Source: an optimization exercise on an open RTL-to-GDS flow (aim: small area, a short achievable clock period and few clock cycles per item). Production flows keep margins and buffers that such runs may drop. Only simulation tests tie the RTL to the original design; equivalence was not proved. Power and IR drop assume default switching activity.

==> design/flow/design.v <==
module facet_tile (
    input  wire        clk,
    input  wire        rst,
    input  wire        start,
    input  wire [1:0]  cls,           
    input  wire [31:0] crc_in,        
    output wire        idle,
    input  wire        in_valid,
    input  wire [7:0]  in_data,
    output wire        in_ready,
    output reg         out_valid,
    output reg  [63:0] out_data,
    input  wire        out_ready,
    output reg         done,
    output wire [3:0]  done_cause,    
    output wire [7:0]  done_offset,   
    output wire [31:0] done_arg,      
    output wire [31:0] done_crc       
);
    localparam [3:0] P_HDR   = 4'd0,
                     P_U1    = 4'd1,
                     P_C1    = 4'd2,
                     P_E     = 4'd3,
                     P_B1    = 4'd4,
                     P_B2    = 4'd5,
                     P_BMAP  = 4'd6,
                     P_NLEN  = 4'd7,
                     P_NCOD  = 4'd8,
                     P_TRAIL = 4'd9;    
    reg         busy;
    reg         idle_r;       
    reg  [1:0]  cls_q;
    reg  [8:0]  idx;          
    reg  [3:0]  pst;          
    reg         fail;         
    reg  [3:0]  cause;
    reg  [7:0]  offset;
    reg  [31:0] arg;
    reg  [31:0] crc;
    reg  [10:0] p_last;       
    reg         rdy;
    reg         v0, v1;
    reg  [7:0]  h0, h1;
    reg         pend;
    reg  [9:0]  pend_l;
    reg  [7:0]  code_st;
    reg  [7:0]  len_st;       
    reg         bm;           
    reg         run_act;
    reg  [9:0]  run_l;        
    reg  [7:0]  run_code;     
    reg  [2:0]  q;            
    reg  [6:0]  bcnt;         
    reg         ofin;         
    assign idle        = idle_r;
    assign in_ready    = rdy;
    assign done_cause  = cause;
    assign done_offset = offset;
    assign done_arg    = arg;
    assign done_crc    = crc;
    function [31:0] crc64;
        input [31:0] c;
        input [63:0] d;
        reg [31:0] x;
        reg t0, t1, t2, t3, t4, t5, t6, t7, t8, t9, t10, t11, t12, t13, t14, t15, t16, t17, t18, t19, t20, t21, t22, t23, t24, t25, t26, t27, t28, t29, t30, t31, t32, t33, t34, t35, t36, t37, t38, t39, t40, t41, t42, t43, t44, t45, t46, t47, t48, t49, t50, t51, t52, t53, t54, t55, t56, t57, t58, t59, t60, t61, t62, t63, t64, t65, t66, t67, t68, t69, t70, t71, t72, t73, t74, t75, t76, t77, t78, t79, t80, t81, t82, t83, t84, t85, t86, t87, t88, t89, t90, t91, t92, t93, t94, t95, t96, t97, t98, t99, t100, t101, t102, t103, t104, t105, t106, t107, t108, t109, t110, t111, t112, t113, t114, t115, t116, t117, t118, t119, t120, t121, t122, t123, t124, t125, t126, t127, t128, t129, t130, t131, t132, t133, t134, t135, t136, t137, t138, t139, t140, t141, t142, t143, t144;
        begin
            x = c ^ d[31:0];
            t0 = x[14] ^ x[18];
            t1 = d[32] ^ d[55];
            t2 = d[38] ^ d[47];
            t3 = x[0] ^ x[11];
            t4 = d[34] ^ d[57];
            t5 = x[1] ^ x[12];
            t6 = d[33] ^ d[52];
            t7 = d[50] ^ x[31];
            t8 = x[15] ^ x[27];
            t9 = x[23] ^ x[29];
            t10 = d[51] ^ x[13];
            t11 = d[35] ^ x[30];
            t12 = d[36] ^ d[45];
            t13 = d[42] ^ d[58];
            t14 = d[53] ^ d[54];
            t15 = t2 ^ x[28];
            t16 = d[44] ^ x[25];
            t17 = d[61] ^ t0;
            t18 = d[43] ^ x[24];
            t19 = d[39] ^ d[48];
            t20 = d[37] ^ d[46];
            t21 = d[40] ^ d[49];
            t22 = t1 ^ x[26];
            t23 = d[41] ^ x[16];
            t24 = d[60] ^ x[2];
            t25 = d[63] ^ x[4];
            t26 = d[59] ^ x[22];
            t27 = d[62] ^ x[3];
            t28 = x[10] ^ x[21];
            t29 = t6 ^ x[17];
            t30 = d[56] ^ t14;
            t31 = t12 ^ x[20];
            t32 = t18 ^ x[8];
            t33 = t16 ^ x[9];
            t34 = t20 ^ t23;
            t35 = t19 ^ x[6];
            t36 = t5 ^ t11;
            t37 = t10 ^ x[5];
            t38 = t21 ^ x[7];
            t39 = t8 ^ t22;
            t40 = t4 ^ x[19];
            t41 = t3 ^ t9;
            t42 = t15 ^ t26;
            t43 = t13 ^ t27;
            t44 = d[41] ^ x[13];
            t45 = t25 ^ x[16];
            t46 = d[55] ^ t7;
            t47 = d[57] ^ d[59];
            t48 = t24 ^ x[21];
            t49 = t7 ^ t37;
            t50 = t13 ^ x[17];
            t51 = d[42] ^ t29;
            t52 = t28 ^ t34;
            t53 = t38 ^ x[15];
            t54 = d[53] ^ t41;
            t55 = d[60] ^ t36;
            t56 = d[58] ^ d[62];
            t57 = t31 ^ x[18];
            t58 = t11 ^ x[12];
            t59 = t19 ^ x[29];
            t60 = t44 ^ t47;
            t61 = d[46] ^ x[10];
            t62 = t17 ^ t40;
            t63 = d[34] ^ t0;
            t64 = d[61] ^ x[19];
            t65 = t30 ^ x[7];
            t66 = t10 ^ t18;
            t67 = x[26] ^ x[31];
            t68 = t9 ^ x[25];
            t69 = d[54] ^ t17;
            t70 = d[38] ^ t53;
            t71 = d[63] ^ t17;
            t72 = t39 ^ t45;
            t73 = d[39] ^ x[24];
            t74 = t61 ^ t68;
            t75 = t42 ^ t46;
            t76 = t33 ^ t40;
            t77 = t8 ^ t52;
            t78 = d[56] ^ t54;
            t79 = x[8] ^ x[14];
            t80 = t20 ^ x[9];
            t81 = d[33] ^ t15;
            t82 = t74 ^ x[11];
            t83 = t23 ^ x[6];
            t84 = t6 ^ t12;
            t85 = t56 ^ t57;
            t86 = t11 ^ t30;
            t87 = d[61] ^ t24;
            t88 = t28 ^ t32;
            t89 = d[62] ^ t35;
            t90 = t21 ^ x[30];
            t91 = t30 ^ t76;
            t92 = d[47] ^ t32;
            t93 = d[56] ^ t59;
            t94 = d[40] ^ t65;
            t95 = t25 ^ t44;
            t96 = t14 ^ t49;
            t97 = t35 ^ t63;
            t98 = d[36] ^ x[20];
            t99 = t2 ^ t41;
            t100 = t43 ^ t49;
            t101 = d[51] ^ t80;
            t102 = t3 ^ t27;
            t103 = d[37] ^ x[15];
            t104 = d[50] ^ x[28];
            t105 = d[45] ^ t83;
            t106 = t4 ^ x[0];
            t107 = t2 ^ x[22];
            t108 = d[43] ^ d[48];
            t109 = t28 ^ t50;
            t110 = d[43] ^ x[18];
            t111 = t67 ^ t99;
            t112 = d[58] ^ t39;
            t113 = d[36] ^ t42;
            t114 = d[49] ^ t29;
            t115 = t48 ^ x[0];
            t116 = t10 ^ t22;
            t117 = d[35] ^ x[17];
            t118 = t84 ^ x[10];
            t119 = d[38] ^ t26;
            t120 = x[4] ^ x[23];
            t121 = d[63] ^ t26;
            t122 = d[60] ^ t43;
            t123 = t48 ^ t107;
            t124 = t16 ^ x[1];
            t125 = t5 ^ x[30];
            t126 = t13 ^ x[11];
            t127 = t3 ^ x[5];
            t128 = d[55] ^ x[13];
            t129 = t33 ^ t73;
            t130 = d[35] ^ t101;
            t131 = d[49] ^ t51;
            t132 = t6 ^ t38;
            t133 = t15 ^ t56;
            t134 = d[52] ^ t5;
            t135 = t1 ^ t51;
            t136 = t1 ^ t90;
            t137 = t58 ^ t120;
            t138 = t35 ^ t50;
            t139 = d[44] ^ t4;
            t140 = t34 ^ t79;
            t141 = t21 ^ t55;
            t142 = t104 ^ t139;
            t143 = t22 ^ t92;
            t144 = x[1] ^ x[3];
            crc64[0] = ((t40 ^ (t110 ^ t128)) ^ t113) ^ (((t24 ^ (d[58] ^ x[27])) ^ t52) ^ (t93 ^ (t127 ^ t29)));
            crc64[1] = (t141 ^ t78) ^ ((((d[37] ^ d[44]) ^ (x[20] ^ x[3])) ^ t138) ^ (t42 ^ t62));
            crc64[2] = (t70 ^ t85) ^ (((t9 ^ (d[54] ^ x[4])) ^ t115) ^ ((t36 ^ t60) ^ ((t18 ^ t19) ^ (t64 ^ t7))));
            crc64[3] = ((t124 ^ t48) ^ t100) ^ (((t64 ^ t73) ^ t136) ^ (t140 ^ (t98 ^ t121)));
            crc64[4] = (t72 ^ t82) ^ (((x[9] ^ (d[40] ^ x[28])) ^ t62) ^ ((t31 ^ t35) ^ t100));
            crc64[5] = ((t58 ^ (t0 ^ t24)) ^ t70) ^ (((t25 ^ t98) ^ t116) ^ (t89 ^ ((x[22] ^ x[24]) ^ t106)));
            crc64[6] = (t75 ^ t82) ^ (((t24 ^ t4) ^ t53) ^ (t71 ^ ((x[8] ^ t108) ^ (t117 ^ t144))));
            crc64[7] = ((t80 ^ (d[61] ^ t27)) ^ (t114 ^ t137)) ^ ((t142 ^ t39) ^ (t88 ^ (t119 ^ t37)));
            crc64[8] = (t78 ^ (t118 ^ t129)) ^ ((t133 ^ t49) ^ (((x[22] ^ x[27]) ^ t45) ^ (t63 ^ (x[6] ^ (d[35] ^ d[60])))));
            crc64[9] = (t94 ^ ((x[25] ^ (d[33] ^ x[23])) ^ t105)) ^ ((t123 ^ t71) ^ ((t36 ^ t66) ^ t112));
            crc64[10] = (t88 ^ ((x[5] ^ x[7]) ^ (t103 ^ t16))) ^ (t111 ^ (t122 ^ t69));
            crc64[11] = ((t125 ^ t32) ^ (t33 ^ (d[45] ^ t3))) ^ (t72 ^ (t89 ^ (t64 ^ t119)));
            crc64[12] = (t111 ^ t85) ^ (((t108 ^ (d[37] ^ d[41])) ^ t76) ^ (((d[55] ^ x[21]) ^ t121) ^ (t134 ^ t38)));
            crc64[13] = (t131 ^ t143) ^ ((t142 ^ t54) ^ (t57 ^ (t36 ^ (x[5] ^ (d[63] ^ x[16])))));
            crc64[14] = (((d[57] ^ x[10]) ^ t127) ^ t75) ^ (((t14 ^ (d[51] ^ d[52])) ^ t105) ^ (t129 ^ t55));
            crc64[15] = (t82 ^ t94) ^ (((x[31] ^ t12) ^ t116) ^ (t138 ^ (t134 ^ t87)));
            crc64[16] = ((t30 ^ t60) ^ ((x[30] ^ t20) ^ (t27 ^ (x[11] ^ x[12])))) ^ (t143 ^ (t132 ^ ((x[27] ^ x[2]) ^ t17)));
            crc64[17] = (((d[48] ^ x[12]) ^ t46) ^ (t95 ^ (t79 ^ t8))) ^ (t91 ^ (t122 ^ t81));
            crc64[18] = (t130 ^ t131) ^ ((t123 ^ t69) ^ (((x[19] ^ x[26]) ^ t31) ^ ((t25 ^ t3) ^ (t8 ^ (d[32] ^ d[41])))));
            crc64[19] = ((t5 ^ (d[50] ^ x[15])) ^ ((x[17] ^ x[20]) ^ t43)) ^ ((t60 ^ t87) ^ t78);
            crc64[20] = (t69 ^ (t47 ^ t125)) ^ ((t43 ^ t45) ^ (t66 ^ t115));
            crc64[21] = ((t124 ^ t17) ^ t77) ^ (((t25 ^ t4) ^ t81) ^ (t93 ^ ((d[36] ^ x[31]) ^ t102)));
            crc64[22] = (((d[56] ^ d[59]) ^ t84) ^ (t95 ^ (d[62] ^ t110))) ^ (t141 ^ ((t28 ^ (d[42] ^ d[46])) ^ t39));
            crc64[23] = (t109 ^ t71) ^ (((d[52] ^ d[53]) ^ t46) ^ (t59 ^ (d[59] ^ (d[38] ^ d[44]))));
            crc64[24] = ((t37 ^ (x[2] ^ t12)) ^ t77) ^ (((t14 ^ (d[48] ^ x[29])) ^ t133) ^ (t136 ^ (t106 ^ t29)));
            crc64[25] = ((t126 ^ t34) ^ t75) ^ (((t144 ^ (d[63] ^ x[29])) ^ t114) ^ (t86 ^ t97));
            crc64[26] = ((t126 ^ (x[28] ^ (d[32] ^ x[22]))) ^ t77) ^ (t96 ^ (t132 ^ t137));
            crc64[27] = (t113 ^ t135) ^ (t96 ^ ((t32 ^ t41) ^ (t83 ^ (x[14] ^ (d[34] ^ x[12])))));
            crc64[28] = ((t33 ^ t66) ^ t135) ^ (((t103 ^ t9) ^ t55) ^ (t65 ^ t97));
            crc64[29] = ((t32 ^ (t128 ^ t16)) ^ t70) ^ (((t67 ^ (x[16] ^ x[2])) ^ t118) ^ (t62 ^ t86));
            crc64[30] = ((t31 ^ (d[39] ^ t117)) ^ t112) ^ (t91 ^ (t140 ^ (t7 ^ t102)));
            crc64[31] = (t130 ^ t72) ^ ((t109 ^ t57) ^ (t81 ^ ((d[56] ^ t47) ^ (t5 ^ (d[40] ^ d[54])))));
        end
    endfunction
    wire [7:0] b = h0;
    wire [8:0] slen_m1 = (9'd256 >> cls_q) - 9'd1;
    wire wr_ok = !out_valid || out_ready;
    wire xfer  = out_valid && out_ready;
    wire       rn_can  = busy && !ofin && !bm && (run_act || pend);
    wire       rn_go   = rn_can && wr_ok;
    wire [9:0] f_l     = run_act ? run_l : pend_l;
    wire       f_on    = f_l[9:3] != bcnt;                    
    wire       b_on    = run_act && pend && !f_on && (run_l[2:0] != 3'd7);
    wire       p_on    = pend_l[9:3] != bcnt;                 
    wire [2:0] l_end   = b_on ? pend_l[2:0] : f_l[2:0];       
    wire       f_beat  = (b_on ? p_on : f_on) || (l_end == 3'd7);    
    wire       pend_use = rn_go && (!run_act || b_on);
    reg  [7:0] ln_plan, ln_sel;
    wire       bt_plan = bm ? (busy && pend) : (rn_can && f_beat);
    integer    k;
    always @(*)
        for (k = 0; k < 8; k = k + 1) begin
            ln_plan[k] = bm ? (busy && pend)
                            : (rn_can && k >= q && (f_on || k <= f_l[2:0] ||
                                                    (b_on && (p_on || k <= pend_l[2:0]))));
            ln_sel[k]  = bm ? pend_l[k] : (!run_act || (!f_on && k > f_l[2:0]));
        end
    wire ip_plain = busy && v0 && (pst != P_NLEN) && (pst != P_BMAP) &&
                    (pst != P_NCOD || !pend);
    wire nlen_go  = busy && v0 && (pst == P_NLEN) && (!pend || idx != slen_m1);
    wire ip_bm    = busy && v0 && (pst == P_BMAP) && !run_act;
    wire ip_acc   = ip_plain || nlen_go || ip_bm;
    wire bm_go    = busy && bm && pend && wr_ok;
    wire [10:0] n_last = p_last + {3'd0, len_st} + 11'd1;
    wire last_byte = (idx == slen_m1 + 9'd1) || (ip_acc && idx == slen_m1);
    wire og_fin    = ofin && wr_ok;
    wire push = in_valid && rdy;
    integer j;
    always @(posedge clk) begin
        if (ip_acc) begin
            h0 <= v1 ? h1 : in_data;
            v0 <= v1 || push;
            h1 <= in_data;
            v1 <= v1 && push;
            rdy <= 1'b1;
        end else begin
            if (!v0) h0 <= in_data;
            else if (!v1) h1 <= in_data;
            v0 <= v0 || push;
            v1 <= v1 || (v0 && push);
            rdy <= !(v1 || (v0 && push));
        end
        begin
            done <= 1'b0;
            if (xfer) begin
                out_valid <= 1'b0;
                crc <= crc64(crc, out_data);
            end
            for (j = 0; j < 8; j = j + 1)
                if (wr_ok && ln_plan[j])
                    out_data[8*j +: 8] <= ln_sel[j] ? code_st : run_code;
            if (wr_ok && bt_plan) begin
                out_valid <= 1'b1;
                bcnt <= bcnt + 7'd1;
                if (bcnt == 7'd127) ofin <= 1'b1;
            end
            if (rn_go) begin
                q <= f_beat ? 3'd0 : l_end + 3'd1;
                if (pend_use) begin
                    pend     <= 1'b0;
                    run_code <= code_st;
                    run_l    <= pend_l;
                end
                run_act <= b_on ? p_on : f_on;
            end
            if (bm_go) begin
                if (run_act) begin
                    pend_l[7:0] <= run_l[7:0];
                    run_act <= 1'b0;
                end else if (ip_bm)
                    pend_l[7:0] <= b;
                else
                    pend <= 1'b0;
            end else if (ip_bm) begin
                if (pend) begin
                    run_l[7:0] <= b;
                    run_act <= 1'b1;
                end else begin
                    pend_l[7:0] <= b;
                    pend <= 1'b1;
                end
            end
            if (ip_acc)
                idx <= idx + 9'd1;
            if (ip_bm && idx == 9'd130)
                pst <= P_TRAIL;
            if (nlen_go) begin
                if (idx == slen_m1) begin
                    fail <= 1'b1; cause <= 4'd6; offset <= idx[7:0];
                    pend <= 1'b1; pend_l <= 10'd1023; code_st <= 8'd0;
                    pst <= P_TRAIL;
                end else begin
                    len_st <= b;
                    pst <= P_NCOD;
                end
            end
            if (ip_plain) begin
                case (pst)
                    P_HDR: begin
                        if (b[4:0] != 5'd0) begin
                            fail <= 1'b1; cause <= 4'd4;
                            pend <= 1'b1; pend_l <= 10'd1023; code_st <= 8'd0;
                            pst <= P_TRAIL;
                        end else case (b[7:5])
                            3'd0: pst <= P_U1;
                            3'd1: begin cause <= 4'd14; pst <= P_C1; end
                            3'd7: begin cause <= 4'd15; pst <= P_E;
                                        pend <= 1'b1; pend_l <= 10'd1023; code_st <= 8'd0; end
                            3'd2: if (cls_q != 2'd0) begin
                                      fail <= 1'b1; cause <= 4'd7;
                                      pend <= 1'b1; pend_l <= 10'd1023; code_st <= 8'd0;
                                      pst <= P_TRAIL;
                                  end else begin
                                      bm  <= 1'b1;
                                      pst <= P_B1;
                                  end
                            3'd3: pst <= P_NLEN;
                            default: begin
                                fail <= 1'b1; cause <= 4'd3;
                                pend <= 1'b1; pend_l <= 10'd1023; code_st <= 8'd0;
                                pst <= P_TRAIL;
                            end
                        endcase
                    end
                    P_U1: begin
                        pend <= 1'b1; pend_l <= 10'd1023; code_st <= b;
                        pst <= P_TRAIL;
                    end
                    P_C1: begin
                        arg[7:0] <= b;
                        pend <= 1'b1; pend_l <= 10'd1023; code_st <= 8'd0;
                        pst <= P_TRAIL;
                    end
                    P_E: begin
                        case (idx[2:0])
                            3'd1:    arg[7:0]   <= b;
                            3'd2:    arg[15:8]  <= b;
                            3'd3:    arg[23:16] <= b;
                            default: arg[31:24] <= b;
                        endcase
                        if (idx[2:0] == 3'd4) pst <= P_TRAIL;
                    end
                    P_B1: begin run_code <= b; pst <= P_B2; end
                    P_B2: begin code_st  <= b; pst <= P_BMAP; end
                    P_NCOD: begin
                        if (n_last[10]) begin
                            fail <= 1'b1; cause <= 4'd6; offset <= idx[7:0] - 8'd1;
                            pend <= 1'b1; pend_l <= 10'd1023; code_st <= 8'd0;
                            pst <= P_TRAIL;
                        end else begin
                            pend <= 1'b1; pend_l <= n_last[9:0]; code_st <= b;
                            p_last <= n_last;
                            pst <= (n_last[9:0] == 10'd1023) ? P_TRAIL : P_NLEN;
                        end
                    end
                    default: if (!fail && b != 8'd0) begin    
                        fail <= 1'b1; cause <= 4'd4; offset <= idx[7:0]; arg <= 32'd0;
                    end
                endcase
            end
            if (busy && last_byte && og_fin) begin
                done   <= 1'b1;
                busy   <= 1'b0;
                idle_r <= 1'b1;
            end
            if (!busy) begin
                busy     <= start;
                idle_r   <= !start;
                cls_q    <= cls;
                crc      <= crc_in;
                idx      <= 9'd0;
                pst      <= P_HDR;
                fail     <= 1'b0;
                cause    <= 4'd0;
                offset   <= 8'd0;
                arg      <= 32'd0;
                p_last   <= 11'h7FF;
                pend     <= 1'b0;
                run_act  <= 1'b0;
                bm       <= 1'b0;
                q        <= 3'd0;
                bcnt     <= 7'd0;
                ofin     <= 1'b0;
            end
        end
        if (rst) begin
            busy      <= 1'b0;
            idle_r    <= 1'b1;
            out_valid <= 1'b0;
            done      <= 1'b0;
            v0        <= 1'b0;
            v1        <= 1'b0;
            rdy       <= 1'b1;
        end
    end
endmodule
==> design/flow/run.sh <==
#!/bin/bash
# synth_recipe.tcl (not shown) runs the flow's synth.tcl, then flattens the netlist and writes it again
# the make line also repeats each setting of config.mk as NAME=value (left out here)
make -C /OpenROAD-flow-scripts/flow DESIGN_CONFIG=/design/flow/config.mk WORK_HOME=/design/flow/orfs CLKGATE_MAP_FILE= SYNTH_SCRIPT=/design/flow/synth_recipe.tcl finish
==> design/flow/config.mk <==
export PLATFORM = sky130hd
export DESIGN_NAME = facet_tile
export DESIGN_NICKNAME = facet_tile
export VERILOG_FILES = /design/flow/design.v
export SDC_FILE = /design/flow/constraint.sdc
export NUM_CORES = 4
export LEC_CHECK = 0
export CAP_MARGIN = 20
export CORE_MARGIN = 2
export CORE_UTILIZATION = 30
export CTS_CLUSTER_DIAMETER = 100
export CTS_CLUSTER_SIZE = 30
export PLACE_DENSITY = 0.5
export SLEW_MARGIN = 20
==> design/flow/constraint.sdc <==
create_clock -name core_clock -period 10.0 [get_ports {clk}]
set_input_delay 2.0000 -clock core_clock [delete_from_list [all_inputs] [get_ports {clk}]]
set_output_delay 2.0000 -clock core_clock [all_outputs]
set_load 0.01 [all_outputs]
==> results of run 1 <==
worst max-delay path by stage:
stage,from,to,slack (ns),cells after the start
floorplan,run_act,bcnt[2],6.77,14
global placement,out_ready,run_code[0],5.82,7
detailed placement,out_ready,run_code[7],5.74,7
CTS,out_data[61],out_data[61],5.87,1
global route,pst[1],idle_r,5.72,9
finish,out_data[61],out_data[61],5.88,1
layer usage:
layer	vias up	GRT usage
li1	5993	-
met1	6135	0.261
met2	370	0.361
met3	81	0.0256
met4	0	0.0593
met5	-	0
registers in the layout (all words and copies together), names as in the netlist, 2 cells and up:
name and flops:
idx 9, len_st 8, pend_l 10, code_st 8, cls_q 2, out_data 64, h0 8, cause 4
arg 32, bcnt 7, run_code 8, offset 8, p_last 11, run_l 10, q 3, pst 4
h1 8, crc 32
logic make-up (layout without fill, tap and decap cells):
logic type,after synthesis,in the layout
AO/OA/AOI/OAI,265,265
XOR/XNOR,475,475
adder cells (fa/ha/maj),18,18
buffers and inverters,113,260
flip-flops,248,248
multiplexers,160,160
other,0,1
AND/OR/NAND/NOR,372,372
per-stage QoR:
step / cells / setup WS, ns / hold WS [ns] / utilization / cell area [sq um]
after detailed placement: 2514 / 5.74 / 0.469 / 0.349 / 19200
after floorplan: 1651 / 6.77 / 0.424 / - / 16600
after CTS: 2546 / 5.87 / 0.497 / 0.362 / 19900
after global routing: 2546 / 5.72 / 0.509 / 0.362 / 19900
after global placement: 2514 / 5.82 / 0.465 / 0.349 / 19200
final: 2547 / 5.88 / 0.490 / 0.362 / 19900
where the power goes:
group          switching [mW]  total, mW  internal, mW
Sequential              0.215       1.51          1.30
Combinational            3.10       5.76          2.66
Clock                   0.487      0.869         0.382
area by class of cell:
type / instances / share of cell area
sequential: 248 / 0.312
clock inverter: 14 / 0.0128
inverter: 27 / 0.00509
clock buffer: 18 / 0.0226
timing repair buffer: 201 / 0.0997
tap: 748 / 0.0470
antenna: 1 / 0.000126
multi-input combinational: 1290 / 0.501
cells in the final DEF (no fill, tap or decap), types with 6 or more instances in the layout:
master	n
mux2i_1	62
mux2_1	13
nor2_1	130
dfxtp_1	123
ha_1	17
nand2b_1	9
a22o_1	8
edfxtp_1	124
a22oi_1	14
a211oi_1	11
xnor2_1	341
and2_1	14
nor2b_1	10
clkdlybuf4s50_1	190
nor3_1	24
o22ai_1	6
clkbuf_16	18
nand2_1	109
a31oi_1	21
nand4_1	10
or3_1	9
xor2_2	11
xnor2_2	30
a21o_1	10
inv_1	25
nand3_1	19
a21oi_1	76
xor2_1	86
buf_4	11
mux2_2	84
o21ai_0	47
o21ai_1	14
and3_1	7
o211ai_1	16
==> summary.txt, run 1 <==
STA
  • Least-Margin Pin Slew: 1.09 ns
  • Setup tns final: 0 ns
  • Pins Over Slew Limit: 0
  • Clock skew: 0.0605 ns
  • Final setup violation count: 0
  • Tcrit/Tclk final: 0.412
  • RSZ-0062 raised after global routing: no
  • F_max: 0.243 GHz
  • Worst slew margin: 0.268
  • Final hold violations: 0
  • Min cycle time layout: 4.12 ns

CTS
  • CTS buffer count: 18
  • H-tree levels: 1
  • Worst-path clk slew: 0.07 ns
  • CTS tree: built
  • Root buf cell: clkbuf_16
  • CTS resizes: 0
  • Clock sink count: 248
  • Post-CTS Hold Fix Bufs: 0
  • Clock Latency Late Sink: 0.59 ns
  • Post-CTS Repair Setup Buffers: 0
  • CTS max path bufs: 3

Job
  • Max_cap viols: 0

Synthesis
  • Xor and xnor area share after synthesis: 0.277
  • Top FF cell, synth: edfxtp_1
  • FFs w/ async S/R, synth: 0
  • Top-count cell post-synth: xnor2_1
  • Area leader, netlist: edfxtp_1
  • Synthesized flop and latch total: 248
  • Syn avg cell area: 10.1 sq um
  • Top post-synthesis cells by area: edfxtp_1, xnor2_1, dfxtp_1
  • Post-synth EDFFs: 124
  • Synth Area in Simple Gates: 0.103
  • Synth Area in Compound Gates: 0.102
  • Synth cell types: 81
  • Synthesized cell area: 16600 sq um
  • Post-synth top area share: 0.224
  • Main combinational cell family by area after synthesis: XOR/XNOR gates
  • Syn Nets: 1716
  • Top cells by count, synth: xnor2_1, nor2_1, dfxtp_1, edfxtp_1, nand2_1
  • Adder-Cell Fraction of Synth Area: 0.0140
  • Seq/Total Area, Yosys: 0.373
  • YS warnings: 1
  • Mux share of post-synthesis cell area: 0.104
  • Cells after Synth: 1651

Critical path
  • Worst Path Buf+Inv: 1
  • Arr. time, crit path: 2.12 ns
  • R2R setup slack: 6.04 ns
  • Worst path slowest cell: edfxtp_1
  • Crit. End Element: primary output
  • Cells on worst reg2reg path: 9
  • RR Endpoint: idle_r
  • FF-to-FF Start: pst[1]
  • Critical path fanouts, max: 6
  • CP max stage delay: 0.89 ns
  • Critical path type: reg -> out
  • CP Launch Type: flip-flop
  • Required @ worst endpoint: 8.00 ns
  • CP top delay family: flip-flops
  • Cells along the critical path: clkdlybuf4s50_1

Layout
  • Fill cell instance count of the final layout: 5563
  • Share of cells above drive strength 1: 0.108
  • Nets: 1851
  • Area growth from synthesis to layout: 19.7%
  • Register area: 6210 sq um
  • Multi-input combinational cell area: 9970 sq um

Floorplanning
  • Initial Util: 0.302
  • # IOs: 191
  • Core box area: 55000 sq um
  • Die height: 239 um
  • Site row count: 86
  • Die width: 239 um
  • Die ar.: 57300 sq um

Detailed routing
  • Vias per cell: 4.94
  • Met2 routed WL: 29.6 mm
  • Routed length on met1: 25.8 mm
  • DRT Wirelength: 59.6 mm
  • Via count: 12600
  • DRT iter0 DRCs: 793
  • Drt first pass iters: 5
  • Post-route ant nets: 0
  • Drt wl/cell: 23.4 um
  • Top layer in use: met4
  • Routed met3 length: 2.63 mm
  • Residual DRC count: 0

Worst hold path
  • Worst Hold Class: reg -> reg
  • Hold Path Cell Cnt: 2
  • Endpoint, Worst Hold: p_last[5]
  • Hold path start: p_last[5]

Placement
  • DPL Wire Length: 46.2 mm
  • Port bufs: 190
  • RePlAce Congestion: 0.969

GRT
  • First-pass GRT wire length: 86.1 mm
  • Total track usage: 0.205
  • Initial antenna violation count: 0
  • Largest net degree at the start of global routing: 63
  • GRT overflow: 0
  • Vias in the first global route: 12300

Run status
  • Status: no timing/DRC/antenna violations

Pwr
  • Leakage: 6.78 nW
  • Max IR drop VDD: 250 uV
  • Tot Pwr: 8.14 mW
  • PwrDens: 409 nW/um^2
Testbench counts, summed over its fixed seeds: cycles 516,466, tiles 1,920.
==> run 2, diff against run 1 <==
--- a/design/flow/config.mk
+++ b/design/flow/config.mk
@@ -9,6 +9,7 @@
 export CORE_MARGIN = 2
 export CORE_UTILIZATION = 30
 export CTS_CLUSTER_DIAMETER = 100
-export CTS_CLUSTER_SIZE = 30
+export CTS_CLUSTER_SIZE = 28
+export GPL_TIMING_DRIVEN = 0
 export PLACE_DENSITY = 0.5
 export SLEW_MARGIN = 20
==> summary.txt, run 2 <==
STA
  • Final setup slack of the worst path: 6.12 ns
  • Min cycle time layout: 3.88 ns
  • Final setup violation count: 0
  • Final hold violations: 0
  • Clock skew: 0.0533 ns
  • Pins Over Slew Limit: 0
  • Least-Margin Pin Slew: 1.18 ns
  • Tcrit/Tclk final: 0.388
  • RSZ-0062 raised after global routing: no
  • Worst slew margin: 0.205
  • F_max: 0.258 GHz
  • Setup tns final: 0 ns

Detailed routing
  • Vias per cell: 5.01
  • DRT Wirelength: 61.6 mm
  • Drt wl/cell: 23.5 um
  • DRT iter0 DRCs: 977
  • Post-route ant nets: 0
  • Drt first pass iters: 7
  • Via count: 13100
  • Residual DRC count: 0

GRT
  • Vias in the first global route: 12900
  • GRT overflow: 0
  • Total track usage: 0.211
  • Initial antenna violation count: 0
  • First-pass GRT wire length: 88.8 mm
  • Largest net degree at the start of global routing: 30

Run status
  • Status: no timing/DRC/antenna violations

Synthesis
  • Top cells by count, synth: xnor2_1, nor2_1, dfxtp_1, edfxtp_1, nand2_1
  • Post-synth top area share: 0.224
  • Synthesized cell area: 16600 sq um
  • Cells after Synth: 1651
  • Syn Nets: 1716
  • Top-count cell post-synth: xnor2_1
  • Synthesized flop and latch total: 248
  • YS warnings: 1
  • Top post-synthesis cells by area: edfxtp_1, xnor2_1, dfxtp_1
  • Top FF cell, synth: edfxtp_1
  • FFs w/ async S/R, synth: 0
  • Post-synth EDFFs: 124
  • Syn avg cell area: 10.1 sq um
  • Seq/Total Area, Yosys: 0.373
  • Synth cell types: 81
  • Area leader, netlist: edfxtp_1

Critical path
  • CP top delay family: flip-flops
  • CP max stage delay: 0.68 ns
  • Critical path type: reg -> out
  • Crit. End Element: primary output
  • FF-to-FF Start: run_act
  • RR Endpoint: out_data[22]
  • Worst setup path start: out_data[56]
  • Cells on worst reg2reg path: 10
  • Critical path depth in cells: 1
  • Critical path fanouts, max: 5
  • Worst Path Buf+Inv: 1
  • Arr. time, crit path: 1.88 ns
  • R2R setup slack: 6.26 ns
  • Worst path slowest cell: edfxtp_1
  • Critical path destination: out_data[56]
  • Cells along the critical path: clkdlybuf4s50_1
  • Required @ worst endpoint: 8.00 ns
  • CP Launch Type: flip-flop

Placement
  • DP Worst Slack: 5.61 ns
  • DPL Wire Length: 48.6 mm
  • Post-placement cell area: 19500 sq um
  • Port bufs: 190
  • RePlAce Congestion: 0.950
  • Inst Count DP: 2590

CTS
  • Clock sink count: 248
  • Clock Latency Late Sink: 0.56 ns
  • CTS tree: built
  • CTS resizes: 0
  • Worst-path clk slew: 0.11 ns
  • CTS max path bufs: 3
  • CTS buffer count: 18
  • Root buf cell: clkbuf_16
  • H-tree levels: 1
  • Post-CTS Repair Setup Buffers: 0
  • Post-CTS Hold Fix Bufs: 0

Floorplanning
  • Die ar.: 57300 sq um
  • Die height: 239 um
  • # IOs: 191
  • Die width: 239 um
  • Site row count: 86
  • Core box area: 55000 sq um
  • Initial Util: 0.302

Pwr
  • Leakage: 6.90 nW
  • Max IR drop VDD: 314 uV
  • PwrDens: 408 nW/um^2

Worst hold path
  • Hold path start: h0[0]
  • Worst Hold Class: reg -> reg

Layout
  • Share of cells above drive strength 1: 0.105
  • Register area: 6210 sq um
  • Design Area, Final: 20200 sq um
  • Fill cell instance count of the final layout: 5587
  • Nets: 1927
  • Non-filler instance count after layout: 2622
  • Diode count: 0
  • Top reg by flops: out_data
  • Commonest cells after routing, fill and taps aside: xnor2_1, clkdlybuf4s50_1, nor2_1, dfxtp_1, edfxtp_1
  • Biggest regs: out_data: 64 flops, arg: 32 flops, crc: 32 flops
  • Multi-input combinational cell area: 9970 sq um
  • Commonest non-fill, non-tap cell in the layout: xnor2_1
  • Area growth from synthesis to layout: 21.5%
  • Max reg flops: 64

Job
  • Max_cap viols: 0
run 2: metal layers:
layer  GRT usage  up-vias  part of all wire
li1            -     6143                 -
met1       0.275     6452              0.43
met2       0.362      457              0.48
met3      0.0234       95             0.052
met4      0.0701        0             0.037
met5           0        -                 0
run 2: stage by stage:
| step | power (mW) | hold WS, ns | util |
|---|---|---|---|
| 4_1_cts | 8.23 | 0.465 | 0.367 |
| 2_1_floorplan | 5.67 | 0.424 | - |
| 6_report | 8.24 | 0.455 | 0.367 |
| 5_1_grt | 8.56 | 0.483 | 0.367 |
| 3_5_place_dp | 7.33 | 0.456 | 0.354 |
| 3_3_place_gp | 7.34 | 0.447 | 0.354 |
run 2: how the worst min path moves through the flow:
stage	cells past startpoint	end	slack, ns
global route	0	len_st[0]	0.48
floorplan	0	len_st[0]	0.42
global placement	0	len_st[7]	0.45
finish	0	len_st[0]	0.46
CTS	0	len_st[0]	0.47
detailed placement	0	len_st[7]	0.46
run 2: cells by family (layout without fill, tap and decap cells):
logic type,count (synthesis),count (layout),share of synthesized area
xor+xnor,475,475,0.277
simple gates,372,372,0.103
compound gates,265,265,0.102
flops,248,248,0.373
mux,160,160,0.104
buf+inv,113,336,0.0273
fa+ha+maj,18,18,0.0140
run 2: report_power, final:
part | switching, mW | internal [mW] | leakage [nW]
logic | 3.23 | 2.66 | 4.39
clock network | 0.469 | 0.399 | 0.333
registers | 0.189 | 1.30 | 2.18
run 2: final cells by class:
class	instances	share of cell area
Buffer	86	0.0175
Clock buffer	22	0.0246
Clock inverter	10	0.0107
Inverter	27	0.00502
Multi-Input combinational cell	1290	0.494
Sequential cell	248	0.307
Tap cell	748	0.0463
Timing Repair Buffer	191	0.0951
==> run 3, diff against run 2 <==
--- a/design/flow/config.mk
+++ b/design/flow/config.mk
@@ -8,8 +8,5 @@
 export CAP_MARGIN = 20
 export CORE_MARGIN = 2
 export CORE_UTILIZATION = 30
-export CTS_CLUSTER_DIAMETER = 100
-export CTS_CLUSTER_SIZE = 28
-export GPL_TIMING_DRIVEN = 0
 export PLACE_DENSITY = 0.5
 export SLEW_MARGIN = 20
==> summary.txt, run 3 <==
Run status
  • Status: no timing/DRC/antenna violations

Critical path
  • Critical path type: reg -> out
  • Cells along the critical path: clkdlybuf4s50_1
  • CP top delay family: flip-flops
  • Critical path depth in cells: 1
  • Worst Path Buf+Inv: 1
  • CP Launch Type: flip-flop
  • Cells on worst reg2reg path: 9
  • CP max stage delay: 0.89 ns
  • Arr. time, crit path: 2.15 ns
  • Crit. End Element: primary output
  • Required @ worst endpoint: 8.00 ns
  • Critical path fanouts, max: 6
  • Worst path slowest cell: edfxtp_1

Floorplanning
  • Site row count: 86
  • Die height: 239 um
  • Initial Util: 0.302
  • Core box area: 55000 sq um
  • Die ar.: 57300 sq um
  • Die width: 239 um
  • # IOs: 191

STA
  • Worst slew margin: 0.230
  • Final hold slack: 0.482 ns
  • Pins Over Slew Limit: 0
  • Final setup violation count: 0
  • Clock skew: 0.0113 ns
  • Min cycle time layout: 4.15 ns
  • RSZ-0062 raised after global routing: no
  • Final hold violations: 0
  • F_max: 0.241 GHz
  • Setup tns final: 0 ns
  • Least-Margin Pin Slew: 1.15 ns
  • Tcrit/Tclk final: 0.415

GRT
  • Initial antenna violation count: 0
  • Vias in the first global route: 12400
  • Total track usage: 0.205
  • GRT overflow: 0
  • Largest net degree at the start of global routing: 63
  • First-pass GRT wire length: 86.5 mm

Layout
  • Top reg by flops: out_data
  • Area growth from synthesis to layout: 21.3%
  • Commonest cells after routing, fill and taps aside: xnor2_1, clkdlybuf4s50_1, nor2_1, edfxtp_1, dfxtp_1
  • Commonest non-fill, non-tap cell in the layout: xnor2_1
  • Max reg flops: 64
  • Share of cells above drive strength 1: 0.112
  • Biggest regs: out_data: 64 flops, arg: 32 flops, crc: 32 flops
  • Design Area, Final: 20200 sq um
  • Nets: 1864
  • Final design utilization: 0.367

Pwr
  • PwrDens: 415 nW/um^2
  • Max IR drop VDD: 252 uV
  • Tot Pwr: 8.37 mW
  • Leakage: 6.93 nW

Placement
  • DPL Wire Length: 46.2 mm
  • RePlAce Congestion: 0.969
  • Port bufs: 190
  • Post-placement cell area: 19200 sq um

Synthesis
  • Cells after Synth: 1651
  • Synthesized flop and latch total: 248
  • Seq/Total Area, Yosys: 0.373
  • Top-count cell post-synth: xnor2_1
  • Post-synth EDFFs: 124
  • Area leader, netlist: edfxtp_1
  • Top FF cell, synth: edfxtp_1
  • YS warnings: 1
  • Synthesized cell area: 16600 sq um
  • Top cells by count, synth: xnor2_1, nor2_1, dfxtp_1, edfxtp_1, nand2_1
  • Syn Nets: 1716
  • Syn avg cell area: 10.1 sq um
  • Post-synth top area share: 0.224
  • Synth cell types: 81
  • FFs w/ async S/R, synth: 0
  • Top post-synthesis cells by area: edfxtp_1, xnor2_1, dfxtp_1

CTS
  • CTS max path bufs: 3
  • Post-CTS Repair Setup Buffers: 0
  • CTS resizes: 0
  • H-tree levels: 1
  • CTS buffer count: 31
  • Clock Latency Late Sink: 0.59 ns
  • Root buf cell: clkbuf_16
  • Post-CTS Hold Fix Bufs: 0
  • Clock sink count: 248
  • CTS tree: built
  • Worst-path clk slew: 0.06 ns

Detailed routing
  • Drt first pass iters: 5
  • Residual DRC count: 0
  • DRT iter0 DRCs: 905
  • Drt wl/cell: 23.2 um
  • DRT Wirelength: 59.8 mm
  • Vias per cell: 4.92
  • Post-route ant nets: 0
  • Via count: 12700

Worst hold path
  • Hold Path Cell Cnt: 2
  • Worst Hold Class: reg -> reg

Job
  • Max_cap viols: 0
-- run 3: cell count changes in the layout (fill, tap and decap cells not counted), moves of 3 or more --
cell,change
clkinv_16,-4
clkinv_8,-3
clkinv_2,+4
buf_2,-10
clkbuf_1,-59
clkbuf_16,+12
buf_4,+8
clkinv_1,+5
buf_1,-5
-- run 3: final timing paths --
check                     from            to  slack [ns]
hold / removal       p_last[0]     p_last[0]        0.48
setup / recovery  out_data[61]  out_data[61]        5.85
setup reg to reg        pst[1]        idle_r        6.00
hold reg to reg      p_last[0]     p_last[0]        0.48
-- run 3: cell families after synthesis --
group / synth area share
AOI/OAI and AO/OA: 0.102
xor gates and xnor gates: 0.277
adders and majority gates: 0.0140
buffers and inverters: 0.0273
DFF: 0.373
muxes: 0.104
and+or+nand+nor: 0.103
-- run 3: worst min-delay path: cells and delay by family, from the launching register on --
family	cells	cell delay, ns
compound gates	1	0.07
flops	1	0.32
simple gates	1	0.05
-- run 3: layout make-up --
| class | count | area [sq um] |
|---|---|---|
| multi-input cells | 1290 | 9970 |
| clock buffers | 44 | 855 |
| fillers | 5559 | 34800 |
| inverters | 27 | 101 |
| clock inverters | 14 | 115 |
| diodes | 1 | 2.50 |
| flip-flops and latches | 248 | 6210 |
| repair buffers | 201 | 1980 |
| well taps | 748 | 936 |
-- run 3: through the flow --
step | instances | setup WS, ns
2_1_floorplan | 1651 | 6.77
3_3_place_gp | 2514 | 5.82
3_5_place_dp | 2514 | 5.74
4_1_cts | 2572 | 5.83
5_1_grt | 2572 | 5.71
6_report | 2573 | 5.85
-- run 3: power by group --
part           switching [mW]  internal, mW
clock network           0.456         0.621
logic                    3.11          2.66
registers               0.215          1.30
-- run 3: per-layer routing --
metal | vias to the layer above | wire length [um] | track usage
li1 | 6037 | - | -
met1 | 6150 | 25600 | 0.260
met2 | 395 | 29800 | 0.363
met3 | 80 | 2980 | 0.0257
met4 | 0 | 1490 | 0.0581
met5 | - | 0 | 0
==> run 4, diff against run 3 <==
--- a/design/flow/config.mk
+++ b/design/flow/config.mk
@@ -8,5 +8,8 @@
 export CAP_MARGIN = 20
 export CORE_MARGIN = 2
 export CORE_UTILIZATION = 30
+export CTS_CLUSTER_DIAMETER = 100
+export CTS_CLUSTER_SIZE = 30
+export GPL_TIMING_DRIVEN = 0
 export PLACE_DENSITY = 0.5
 export SLEW_MARGIN = 20
==> summary.txt, run 4 <==
Run status
  • Status: no timing/DRC/antenna violations

Detailed routing
  • Routed met3 length: 3.08 mm
  • Post-route ant nets: 0
  • DRT Wirelength: 61.6 mm
  • Vias per cell: 5.01
  • Via count: 13100
  • Drt wl/cell: 23.6 um
  • Drt first pass iters: 7
  • Residual DRC count: 0
  • Routed length on met1: 26.7 mm
  • DRT iter0 DRCs: 1052
  • Top layer in use: met4
  • Met2 routed WL: 29.6 mm

Synthesis
  • Synthesized flop and latch total: 248
  • Main combinational cell family by area after synthesis: XOR/XNOR gates
  • Syn avg cell area: 10.1 sq um
  • Area leader, netlist: edfxtp_1
  • FFs w/ async S/R, synth: 0
  • Synth cell types: 81
  • Syn Nets: 1716
  • Synth Area in Simple Gates: 0.103
  • Top cells by count, synth: xnor2_1, nor2_1, dfxtp_1, edfxtp_1, nand2_1
  • Seq/Total Area, Yosys: 0.373
  • Post-synth top area share: 0.224
  • Synthesized cell area: 16600 sq um
  • Adder-Cell Fraction of Synth Area: 0.0140
  • Mux share of post-synthesis cell area: 0.104
  • Cells after Synth: 1651
  • Top post-synthesis cells by area: edfxtp_1, xnor2_1, dfxtp_1
  • Post-synth EDFFs: 124
  • Synth Area in Compound Gates: 0.102
  • Top FF cell, synth: edfxtp_1
  • YS warnings: 1
  • Top-count cell post-synth: xnor2_1
  • Xor and xnor area share after synthesis: 0.277

Layout
  • Top reg by flops: out_data
  • Multi-input combinational cell area: 9970 sq um
  • Nets: 1924
  • Biggest regs: out_data: 64 flops, arg: 32 flops, crc: 32 flops
  • Commonest cells after routing, fill and taps aside: xnor2_1, clkdlybuf4s50_1, nor2_1, dfxtp_1, edfxtp_1
  • Commonest non-fill, non-tap cell in the layout: xnor2_1
  • Non-filler instance count after layout: 2615
  • Final design utilization: 0.364
  • Register area: 6210 sq um
  • Design Area, Final: 20000 sq um
  • Share of cells above drive strength 1: 0.102
  • Fill cell instance count of the final layout: 5621
  • Diode count: 0
  • Max reg flops: 64
  • Area growth from synthesis to layout: 20.5%

STA
  • F_max: 0.258 GHz
  • Clock skew: 0.0340 ns
  • Least-Margin Pin Slew: 1.17 ns
  • Final hold violations: 0
  • Pins Over Slew Limit: 0
  • Setup tns final: 0 ns
  • Tcrit/Tclk final: 0.388
  • RSZ-0062 raised after global routing: no
  • Final setup slack of the worst path: 6.12 ns
  • Final hold slack: 0.477 ns
  • Final setup violation count: 0
  • Worst slew margin: 0.217
  • Min cycle time layout: 3.88 ns

Placement
  • RePlAce Congestion: 0.950
  • DPL Wire Length: 48.6 mm
  • DP Worst Slack: 5.61 ns
  • Port bufs: 190
  • Inst Count DP: 2590
  • Post-placement cell area: 19500 sq um

CTS
  • CTS buffer count: 15
  • Worst-path clk slew: 0.12 ns
  • H-tree levels: 1
  • CTS tree: built
  • Root buf cell: clkbuf_16
  • CTS resizes: 0
  • Post-CTS Repair Setup Buffers: 0
  • Clock sink count: 248
  • Clock Latency Late Sink: 0.54 ns
  • CTS max path bufs: 3
  • Post-CTS Hold Fix Bufs: 0

Worst hold path
  • Endpoint, Worst Hold: len_st[7]
  • Worst Hold Class: reg -> reg
  • Hold Path Cell Cnt: 0
  • Hold path start: h0[7]

Critical path
  • Worst path slowest cell: edfxtp_1
  • CP Launch Type: flip-flop
  • RR Endpoint: out_data[22]
  • R2R setup slack: 6.26 ns
  • Arr. time, crit path: 1.88 ns
  • Critical path type: reg -> out
  • Required @ worst endpoint: 8.00 ns
  • Critical path fanouts, max: 5
  • FF-to-FF Start: run_act
  • CP max stage delay: 0.69 ns
  • CP top delay family: flip-flops
  • Cells on worst reg2reg path: 10
  • Cells along the critical path: clkdlybuf4s50_1
  • Crit. End Element: primary output
  • Worst Path Buf+Inv: 1

Floorplanning
  • Die height: 239 um
  • Initial Util: 0.302
  • Die ar.: 57300 sq um
  • Die width: 239 um
  • # IOs: 191
  • Site row count: 86
  • Core box area: 55000 sq um

GRT
  • Total track usage: 0.211
  • First-pass GRT wire length: 88.8 mm
  • Initial antenna violation count: 0
  • GRT overflow: 0
  • Largest net degree at the start of global routing: 32
  • Vias in the first global route: 12900

Pwr
  • PwrDens: 404 nW/um^2
  • Leakage: 6.83 nW
  • Max IR drop VDD: 308 uV
  • Tot Pwr: 8.10 mW

Job
  • Max_cap viols: 0
==> run 4: kinds of logic (layout without fill, tap and decap cells) <==
| family | Yosys count | count (layout) |
|---|---|---|
| xor gates and xnor gates | 475 | 475 |
| and+or+nand+nor | 372 | 372 |
| AOI/OAI and AO/OA | 265 | 265 |
| DFF | 248 | 248 |
| muxes | 160 | 160 |
| buffers and inverters | 113 | 329 |
| adders and majority gates | 18 | 18 |
==> run 4: report_power, final <==
group	switching, mW	internal, mW
Combinational	3.21	2.66
Clock	0.421	0.326
Sequential	0.188	1.30
Total	3.82	4.28
==> run 4: final cells by class <==
cell class,instances,share of cell area
Buffer,86,0.0177
Tap cell,748,0.0467
Clock inverter,8,0.00768
Inverter,27,0.00506
Multi-Input combinational cell,1290,0.498
Sequential cell,248,0.310
Clock buffer,17,0.0196
Timing Repair Buffer,191,0.0959
==> run 4: worst max path at each step <==
stage | to | slack [ns] | cells past startpoint | start
floorplan | bcnt[2] | 6.77 | 14 | run_act
global placement | crc[23] | 5.60 | 3 | out_ready
detailed placement | out_data[16] | 5.61 | 4 | out_ready
CTS | out_data[56] | 6.11 | 1 | out_data[56]
global route | offset[3] | 6.01 | 12 | len_st[0]
finish | out_data[56] | 6.12 | 1 | out_data[56]
==> run 4: routing by layer <==
| layer | track usage | vias to the layer above |
|---|---|---|
| met5 | 0 | - |
| met4 | 0.0691 | 0 |
| met3 | 0.0239 | 87 |
| met2 | 0.363 | 452 |
| met1 | 0.275 | 6418 |
| li1 | - | 6139 |
==> run 5, diff against run 4 <==
--- a/design/flow/config.mk
+++ b/design/flow/config.mk
@@ -8,7 +8,7 @@
 export CAP_MARGIN = 20
 export CORE_MARGIN = 2
 export CORE_UTILIZATION = 30
-export CTS_CLUSTER_DIAMETER = 100
+export CTS_CLUSTER_DIAMETER = 90
 export CTS_CLUSTER_SIZE = 30
 export GPL_TIMING_DRIVEN = 0
 export PLACE_DENSITY = 0.5
==> summary.txt, run 5 <==
Placement
  • DPL Wire Length: 48.6 mm
  • Inst Count DP: 2590
  • Post-placement cell area: 19500 sq um
  • Port bufs: 190
  • RePlAce Congestion: 0.950
  • DP Worst Slack: 5.61 ns

Synthesis
  • Top post-synthesis cells by area: edfxtp_1, xnor2_1, dfxtp_1
  • YS warnings: 1
  • Synthesized cell area: 16600 sq um
  • Syn avg cell area: 10.1 sq um
  • Area leader, netlist: edfxtp_1
  • Syn Nets: 1716
  • Top FF cell, synth: edfxtp_1
  • Top-count cell post-synth: xnor2_1
  • Seq/Total Area, Yosys: 0.373
  • Top cells by count, synth: xnor2_1, nor2_1, dfxtp_1, edfxtp_1, nand2_1
  • Post-synth EDFFs: 124
  • Post-synth top area share: 0.224
  • Synth cell types: 81
  • Synthesized flop and latch total: 248
  • Cells after Synth: 1651
  • FFs w/ async S/R, synth: 0

Detailed routing
  • DRT Wirelength: 61.5 mm
  • Drt first pass iters: 8
  • Drt wl/cell: 23.4 um
  • Residual DRC count: 0
  • DRT iter0 DRCs: 1010
  • Post-route ant nets: 0
  • Via count: 13100
  • Vias per cell: 4.99

GRT
  • Initial antenna violation count: 0
  • Vias in the first global route: 12900
  • First-pass GRT wire length: 88.9 mm
  • Largest net degree at the start of global routing: 29
  • Total track usage: 0.212
  • GRT overflow: 0

Layout
  • Top reg by flops: out_data
  • Nets: 1928
  • Design Area, Final: 20200 sq um
  • Diode count: 0
  • Final design utilization: 0.367
  • Share of cells above drive strength 1: 0.106
  • Commonest cells after routing, fill and taps aside: xnor2_1, clkdlybuf4s50_1, nor2_1, dfxtp_1, edfxtp_1
  • Biggest regs: out_data: 64 flops, arg: 32 flops, crc: 32 flops
  • Commonest non-fill, non-tap cell in the layout: xnor2_1
  • Non-filler instance count after layout: 2624
  • Max reg flops: 64
  • Area growth from synthesis to layout: 21.4%

Run status
  • Status: no timing/DRC/antenna violations

Job
  • Max_cap viols: 0

Floorplanning
  • Core box area: 55000 sq um
  • Die width: 239 um
  • Initial Util: 0.302
  • Site row count: 86
  • Die ar.: 57300 sq um
  • # IOs: 191
  • Die height: 239 um

Critical path
  • Worst setup path start: out_data[56]
  • CP top delay family: flip-flops
  • Worst path slowest cell: edfxtp_1
  • Critical path fanouts, max: 5
  • Critical path destination: out_data[56]
  • Arr. time, crit path: 1.88 ns
  • Cells on worst reg2reg path: 7
  • Cells along the critical path: clkdlybuf4s50_1
  • Critical path depth in cells: 1
  • FF-to-FF Start: out_data[10]
  • Critical path type: reg -> out
  • Required @ worst endpoint: 8.00 ns
  • RR Endpoint: crc[0]
  • CP max stage delay: 0.68 ns
  • R2R setup slack: 6.27 ns
  • Crit. End Element: primary output
  • Worst Path Buf+Inv: 1
  • CP Launch Type: flip-flop

STA
  • Final hold slack: 0.455 ns
  • Final setup slack of the worst path: 6.12 ns
  • Least-Margin Pin Slew: 1.10 ns
  • Final hold violations: 0
  • Min cycle time layout: 3.88 ns
  • Pins Over Slew Limit: 0
  • RSZ-0062 raised after global routing: no
  • Clock skew: 0.0307 ns
  • Final setup violation count: 0
  • F_max: 0.257 GHz
  • Setup tns final: 0 ns
  • Tcrit/Tclk final: 0.388
  • Worst slew margin: 0.259

Pwr
  • Leakage: 6.90 nW
  • Tot Pwr: 8.25 mW
  • Max IR drop VDD: 310 uV
  • PwrDens: 409 nW/um^2

CTS
  • CTS resizes: 0
  • Clock Latency Late Sink: 0.56 ns
  • CTS max path bufs: 3
  • Worst-path clk slew: 0.10 ns
  • H-tree levels: 1
  • Post-CTS Repair Setup Buffers: 0
  • CTS buffer count: 19
  • Post-CTS Hold Fix Bufs: 0
  • Clock sink count: 248
  • CTS tree: built
  • Root buf cell: clkbuf_16

Worst hold path
  • Worst Hold Class: reg -> reg
## run 5: cell count changes in the layout (fill, tap and decap cells not counted)
| cell | before | now |
|---|---|---|
| clkbuf_1 | 68 | 69 |
| clkbuf_16 | 15 | 19 |
| clkinvlp_4 | 0 | 1 |
| bufinv_8 | 1 | 0 |
| inv_6 | 0 | 2 |
| inv_16 | 0 | 2 |
| inv_12 | 2 | 3 |
| clkbuf_8 | 1 | 0 |
## run 5: cell families (layout without fill, tap and decap cells)
| group | after synthesis | in the layout | share of synthesized area |
|---|---|---|---|
| xor+xnor | 475 | 475 | 0.277 |
| compound gates | 265 | 265 | 0.102 |
| simple gates | 372 | 372 | 0.103 |
| fa+ha+maj | 18 | 18 | 0.0140 |
| mux | 160 | 160 | 0.104 |
| flops | 248 | 248 | 0.373 |
| buf+inv | 113 | 338 | 0.0273 |
## run 5: final cells by class
cell class | instances | area (sq um)
clock buffer | 21 | 483
sequential | 248 | 6210
inverter | 27 | 101
multi-input combinational | 1290 | 9970
timing repair buffer | 191 | 1920
tap | 748 | 936
clock inverter | 13 | 218
fill | 5603 | 34800
buffer | 86 | 354
## run 5: per-layer routing
layer | wire length (um) | GRT usage | up-vias
met4 | 2510 | 0.0809 | 0
met1 | 26400 | 0.275 | 6382
met5 | 0 | 0 | -
met2 | 29400 | 0.359 | 471
met3 | 3230 | 0.0245 | 100
li1 | - | - | 6143
## run 5: where the power goes
part	leakage, nW	internal [mW]	switching [mW]
Combinational	4.39	2.66	3.24
Clock	0.330	0.396	0.473
Sequential	2.18	1.30	0.188
## run 5: worst min-delay path by stage
stage / slack (ns) / start / cells past startpoint / endpoint
after floorplan: 0.42 / h0[0] / 0 / len_st[0]
after global placement: 0.45 / h0[7] / 0 / len_st[7]
after detailed placement: 0.46 / h0[7] / 0 / len_st[7]
after CTS: 0.47 / h0[0] / 0 / len_st[0]
after global routing: 0.48 / h0[7] / 0 / len_st[7]
final: 0.45 / h0[0] / 0 / len_st[0]
==> run 6, diff against run 5 <==
--- a/design/flow/config.mk
+++ b/design/flow/config.mk
@@ -12,4 +12,4 @@
 export CTS_CLUSTER_SIZE = 30
 export GPL_TIMING_DRIVEN = 0
 export PLACE_DENSITY = 0.5
-export SLEW_MARGIN = 20
+export SLEW_MARGIN = 40
==> summary.txt, run 6 <==
GRT
  • Total track usage: 0.211
  • GRT overflow: 0
  • Vias in the first global route: 12900
  • Initial antenna violation count: 0
  • Largest net degree at the start of global routing: 33
  • First-pass GRT wire length: 88.7 mm

CTS
  • CTS buffer count: 18
  • CTS resizes: 0
  • Post-CTS Repair Setup Buffers: 0
  • CTS max path bufs: 3
  • Post-CTS Hold Fix Bufs: 0
  • H-tree levels: 1
  • Clock sink count: 248
  • Worst-path clk slew: 0.11 ns
  • Clock Latency Late Sink: 0.56 ns
  • Root buf cell: clkbuf_16
  • CTS tree: built

Worst hold path
  • Worst Hold Class: reg -> reg
  • Hold path start: h0[0]

Layout
  • Non-filler instance count after layout: 2623
  • Top reg by flops: out_data
  • Final design utilization: 0.369
  • Commonest non-fill, non-tap cell in the layout: xnor2_1
  • Area growth from synthesis to layout: 22.0%
  • Nets: 1928
  • Diode count: 0
  • Biggest regs: out_data: 64 flops, arg: 32 flops, crc: 32 flops
  • Share of cells above drive strength 1: 0.119
  • Commonest cells after routing, fill and taps aside: xnor2_1, clkdlybuf4s50_1, nor2_1, dfxtp_1, edfxtp_1
  • Max reg flops: 64

Synthesis
  • Area leader, netlist: edfxtp_1
  • Syn avg cell area: 10.1 sq um
  • FFs w/ async S/R, synth: 0
  • Top cells by count, synth: xnor2_1, nor2_1, dfxtp_1, edfxtp_1, nand2_1
  • Synth cell types: 81
  • Syn Nets: 1716
  • Seq/Total Area, Yosys: 0.373
  • Top-count cell post-synth: xnor2_1
  • Synthesized cell area: 16600 sq um
  • Synthesized flop and latch total: 248
  • YS warnings: 1
  • Post-synth EDFFs: 124
  • Post-synth top area share: 0.224
  • Cells after Synth: 1651
  • Top FF cell, synth: edfxtp_1
  • Top post-synthesis cells by area: edfxtp_1, xnor2_1, dfxtp_1

Placement
  • Port bufs: 190
  • Inst Count DP: 2590
  • RePlAce Congestion: 0.950
  • DPL Wire Length: 48.4 mm

Critical path
  • CP top delay family: flip-flops
  • Critical path type: reg -> out
  • Worst path slowest cell: edfxtp_1
  • Crit. End Element: primary output
  • Cells along the critical path: clkdlybuf4s50_1
  • FF-to-FF Start: run_act
  • Critical path destination: out_data[56]
  • RR Endpoint: bcnt[2]
  • Worst setup path start: out_data[56]
  • CP Launch Type: flip-flop
  • Required @ worst endpoint: 8.00 ns
  • Arr. time, crit path: 1.91 ns
  • Critical path depth in cells: 1
  • Critical path fanouts, max: 5
  • Worst Path Buf+Inv: 1
  • CP max stage delay: 0.71 ns
  • Cells on worst reg2reg path: 14
  • R2R setup slack: 6.21 ns

Floorplanning
  • Die ar.: 57300 sq um
  • # IOs: 191
  • Initial Util: 0.302
  • Core box area: 55000 sq um
  • Die width: 239 um
  • Die height: 239 um
  • Site row count: 86

Job
  • Max_cap viols: 0

STA
  • Final hold violations: 0
  • Worst slew margin: 0.436
  • Final hold slack: 0.462 ns
  • Pins Over Slew Limit: 0
  • F_max: 0.256 GHz
  • Clock skew: 0.0372 ns
  • Least-Margin Pin Slew: 0.840 ns
  • Setup tns final: 0 ns
  • Tcrit/Tclk final: 0.391
  • RSZ-0062 raised after global routing: no
  • Min cycle time layout: 3.91 ns
  • Final setup violation count: 0

Pwr
  • Sequential power share: 0.181
  • Switch share: 0.471
  • Combinational share of power: 0.714
  • Leakage: 6.95 nW
  • PwrDens: 405 nW/um^2
  • Sw Pwr: 3.87 mW
  • Max IR drop VDD: 321 uV
  • Clock share of power: 0.105
  • Pint: 4.35 mW
  • Tot Pwr: 8.22 mW

Detailed routing
  • DRT iter0 DRCs: 903
  • Via count: 13100
  • Vias per cell: 4.98
  • Drt first pass iters: 5
  • Post-route ant nets: 0
  • Residual DRC count: 0
  • DRT Wirelength: 61.6 mm
  • Drt wl/cell: 23.5 um

Run status
  • Status: no timing/DRC/antenna violations
[run 6: metal layers]
| layer | part of all wire | track usage | vias up | routed length, um |
|---|---|---|---|---|
| met5 | 0 | 0 | - | 0 |
| li1 | - | - | 6147 | - |
| met2 | 0.48 | 0.365 | 443 | 29700 |
| met3 | 0.050 | 0.0257 | 92 | 3070 |
| met4 | 0.037 | 0.0723 | 0 | 2250 |
| met1 | 0.43 | 0.272 | 6378 | 26600 |
[run 6: final cells by class]
cell class                 count  area, sq um
buffer                        86          358
clock buffer                  19          475
clock inverter                13          203
fill                        5534        34700
inverter                      27          101
multi-input combinational   1290        10100
sequential                   248         6210
tap                          748          936
timing repair buffer         192         1910
[run 6: through the flow]
step	setup WS [ns]	cell area, sq um
floorplan	6.77	16600
global placement	5.60	19500
detailed placement	5.79	19600
CTS	6.10	20300
global route	6.01	20300
finish	6.09	20300
[run 6: power groups by stage]
stage | logic, mW | registers (mW) | clock network, mW
2_1_floorplan | 4.21 | 1.46 | 0
3_3_place_gp | 5.84 | 1.50 | 0
3_5_place_dp | 5.85 | 1.51 | 0
4_1_cts | 5.88 | 1.48 | 0.886
5_1_grt | 6.15 | 1.50 | 0.920
6_report | 5.87 | 1.49 | 0.864
[run 6: worst min path at each step]
stage	end	slack (ns)	cells past startpoint
finish	len_st[0]	0.46	0
global route	len_st[0]	0.48	0
CTS	len_st[0]	0.47	0
detailed placement	len_st[0]	0.46	0
global placement	len_st[7]	0.45	0
floorplan	len_st[0]	0.42	0
[run 6: logic make-up (layout without fill, tap and decap cells)]
logic type	after synthesis	in the layout	synth area share
AO/OA/AOI/OAI	265	265	0.102
XOR/XNOR	475	475	0.277
buffers and inverters	113	337	0.0273
adder cells (fa/ha/maj)	18	18	0.0140
flip-flops	248	248	0.373
AND/OR/NAND/NOR	372	372	0.103
multiplexers	160	160	0.104
==> run 7, diff against run 6 <==
--- a/design/flow/config.mk
+++ b/design/flow/config.mk
@@ -11,5 +11,5 @@
 export CTS_CLUSTER_DIAMETER = 90
 export CTS_CLUSTER_SIZE = 30
 export GPL_TIMING_DRIVEN = 0
-export PLACE_DENSITY = 0.5
-export SLEW_MARGIN = 40
+export PLACE_DENSITY = 0.55
+export SLEW_MARGIN = 20
==> summary.txt, run 7 <==
Run status
  • Status: no timing/DRC/antenna violations

STA
  • Pins Over Slew Limit: 0
  • Tcrit/Tclk final: 0.404
  • Setup tns final: 0 ns
  • Worst slew margin: 0.263
  • Clock skew: 0.0367 ns
  • F_max: 0.248 GHz
  • Min cycle time layout: 4.04 ns
  • Final hold violations: 0
  • RSZ-0062 raised after global routing: no
  • Final setup violation count: 0
  • Least-Margin Pin Slew: 1.11 ns

Synthesis
  • Xor and xnor area share after synthesis: 0.277
  • Cells after Synth: 1651
  • Top cells by count, synth: xnor2_1, nor2_1, dfxtp_1, edfxtp_1, nand2_1
  • Syn avg cell area: 10.1 sq um
  • Top-count cell post-synth: xnor2_1
  • Area leader, netlist: edfxtp_1
  • Adder-Cell Fraction of Synth Area: 0.0140
  • Synthesized cell area: 16600 sq um
  • Syn Nets: 1716
  • YS warnings: 1
  • Synth cell types: 81
  • Main combinational cell family by area after synthesis: XOR/XNOR gates
  • Synth Area in Compound Gates: 0.102
  • Synthesized flop and latch total: 248
  • Seq/Total Area, Yosys: 0.373
  • Mux share of post-synthesis cell area: 0.104
  • Top post-synthesis cells by area: edfxtp_1, xnor2_1, dfxtp_1
  • Post-synth top area share: 0.224
  • Top FF cell, synth: edfxtp_1
  • FFs w/ async S/R, synth: 0
  • Post-synth EDFFs: 124
  • Synth Area in Simple Gates: 0.103

Worst hold path
  • Endpoint, Worst Hold: len_st[7]
  • Hold path start: h0[7]
  • Hold Path Cell Cnt: 0
  • Worst Hold Class: reg -> reg

Placement
  • Port bufs: 190
  • DPL Wire Length: 50.8 mm
  • RePlAce Congestion: 1.02

Floorplanning
  • Initial Util: 0.302
  • Die width: 239 um
  • Site row count: 86
  • Die ar.: 57300 sq um
  • # IOs: 191
  • Core box area: 55000 sq um
  • Die height: 239 um

Critical path
  • Arr. time, crit path: 4.35 ns
  • Critical path type: reg -> reg
  • FF-to-FF Start: out_data[2]
  • Crit. End Element: flip-flop
  • R2R setup slack: 5.96 ns
  • Required @ worst endpoint: 10.31 ns
  • RR Endpoint: crc[3]
  • Critical path fanouts, max: 4
  • Cells on worst reg2reg path: 8
  • CP Launch Type: flip-flop
  • Worst setup path start: out_data[2]

Pwr
  • PwrDens: 409 nW/um^2
  • Tot Pwr: 8.25 mW
  • Max IR drop VDD: 270 uV
  • Leakage: 6.91 nW

GRT
  • GRT overflow: 0
  • Initial antenna violation count: 0
  • First-pass GRT wire length: 92.2 mm
  • Vias in the first global route: 13300
  • Largest net degree at the start of global routing: 31
  • Total track usage: 0.220

Job
  • Max_cap viols: 0

Detailed routing
  • DRT iter0 DRCs: 1037
  • Vias per cell: 5.02
  • Residual DRC count: 0
  • DRT Wirelength: 63.6 mm
  • Drt wl/cell: 24.2 um
  • Drt first pass iters: 5
  • Via count: 13200
  • Post-route ant nets: 0

CTS
  • Post-CTS Hold Fix Bufs: 0
  • Root buf cell: clkbuf_16
  • Clock Latency Late Sink: 0.58 ns
  • Clock sink count: 248
  • Post-CTS Repair Setup Buffers: 0
  • Worst-path clk slew: 0.11 ns
  • CTS buffer count: 19
  • CTS tree: built
  • CTS max path bufs: 3
  • H-tree levels: 1
  • CTS resizes: 0

Layout
  • Multi-input combinational cell area: 9970 sq um
  • Fill cell instance count of the final layout: 5567
  • Share of cells above drive strength 1: 0.107
  • Commonest cells after routing, fill and taps aside: xnor2_1, clkdlybuf4s50_1, nor2_1, dfxtp_1, edfxtp_1
  • Diode count: 0
  • Nets: 1928
  • Commonest non-fill, non-tap cell in the layout: xnor2_1
  • Register area: 6210 sq um
  • Final design utilization: 0.367
  • Area growth from synthesis to layout: 21.5%
  • Top reg by flops: out_data
  • Max reg flops: 64
  • Biggest regs: out_data: 64 flops, arg: 32 flops, crc: 32 flops
-- run 7: cell counts after synthesis --
Identical to the previous run, type by type.
-- run 7: cell families after synthesis --
family                   after synthesis
buffers and inverters                113
flip-flops                           248
multiplexers                         160
XOR/XNOR                             475
adder cells (fa/ha/maj)               18
AND/OR/NAND/NOR                      372
AO/OA/AOI/OAI                        265
-- run 7: per-layer routing --
metal	up-vias	global-route usage	wire length (um)
li1	6139	-	-
met1	6448	0.272	26700
met2	462	0.385	30900
met3	113	0.0264	2950
met4	0	0.0928	3020
met5	-	0	0
-- run 7: per-stage QoR --
step                worst slack, ns  hold WS, ns  cell area, sq um  cells
finish                         5.96        0.467             20200   2624
global route                   5.95        0.494             20200   2624
CTS                            5.98        0.470             20200   2624
detailed placement             5.55        0.444             19500   2590
global placement               5.57        0.437             19500   2589
floorplan                      6.77        0.424             16600   1651
-- run 7: critical path, stage by stage (launching register included) --
cell	delay, ns
edfxtp_1	0.50
xnor2_2	0.49
xor2_1	0.67
xnor2_1	0.42
xnor2_1	0.63
xnor2_1	0.17
xnor2_1	0.48
xnor2_1	0.15
mux2_2	0.28
-- run 7: worst max-delay path by stage --
stage,slack [ns],endpoint,cells past startpoint
after global routing,5.95,bcnt[2],14
final,5.96,crc[3],8
after detailed placement,5.55,out_data[27],4
after floorplan,6.77,bcnt[2],14
after global placement,5.57,crc[9],3
after CTS,5.98,crc[3],8
-- run 7: layout make-up --
type | instances | share of cell area
Buffer | 86 | 0.0175
Clock buffer | 21 | 0.0249
Clock inverter | 13 | 0.0101
Inverter | 27 | 0.00502
Multi-Input combinational cell | 1290 | 0.494
Sequential cell | 248 | 0.307
Tap cell | 748 | 0.0463
Timing Repair Buffer | 191 | 0.0955
-- run 7: power breakdown --
part,internal [mW],switching [mW]
sequential,1.30,0.191
combinational,2.66,3.23
clock,0.403,0.474

## port drivers added, routing unchanged
No port has a modelled driver above. Below, the same layouts with a new extraction and two added sets of constraints. Step 1 assumes that a clkbuf_16 drives the clock port and a buf_2 every other input. Step 2 times the ports against the registers' clock, not the clock port: input delays grow and output delays shrink by t, the midpoint of the rising clock arrivals with the driver on. Slacks: ideal ports / drivers / drivers and shift; pairs: ideal ports / drivers.
run | shift t [ns] | setup WS [ns] | worst setup path at the end | worst slew at a driven data input, ns
run 1 | 0.619 | 5.883 / 5.821 / 5.769 | input to register | 0.07
run 2 | 0.593 | 6.123 / 6.063 / 5.689 | input to register | 0.06
run 3 | 0.645 | 5.850 / 5.788 / 5.701 | input to register | 0.07
run 4 | 0.592 | 6.123 / 6.058 / 5.675 | input to register | 0.06
run 5 | 0.606 | 6.116 / 6.051 / 5.705 | input to register | 0.06
run 6 | 0.609 | 6.092 / 6.027 / 5.839 | input to register | 0.06
run 7 | 0.622 | 5.960 / 5.960 / 5.655 | input to register | 0.06
After both steps setup and hold are still met in every run listed. The setup slack of run 4, which loses most, moves by -0.065 ns with the drivers and by -0.448 ns with both steps.
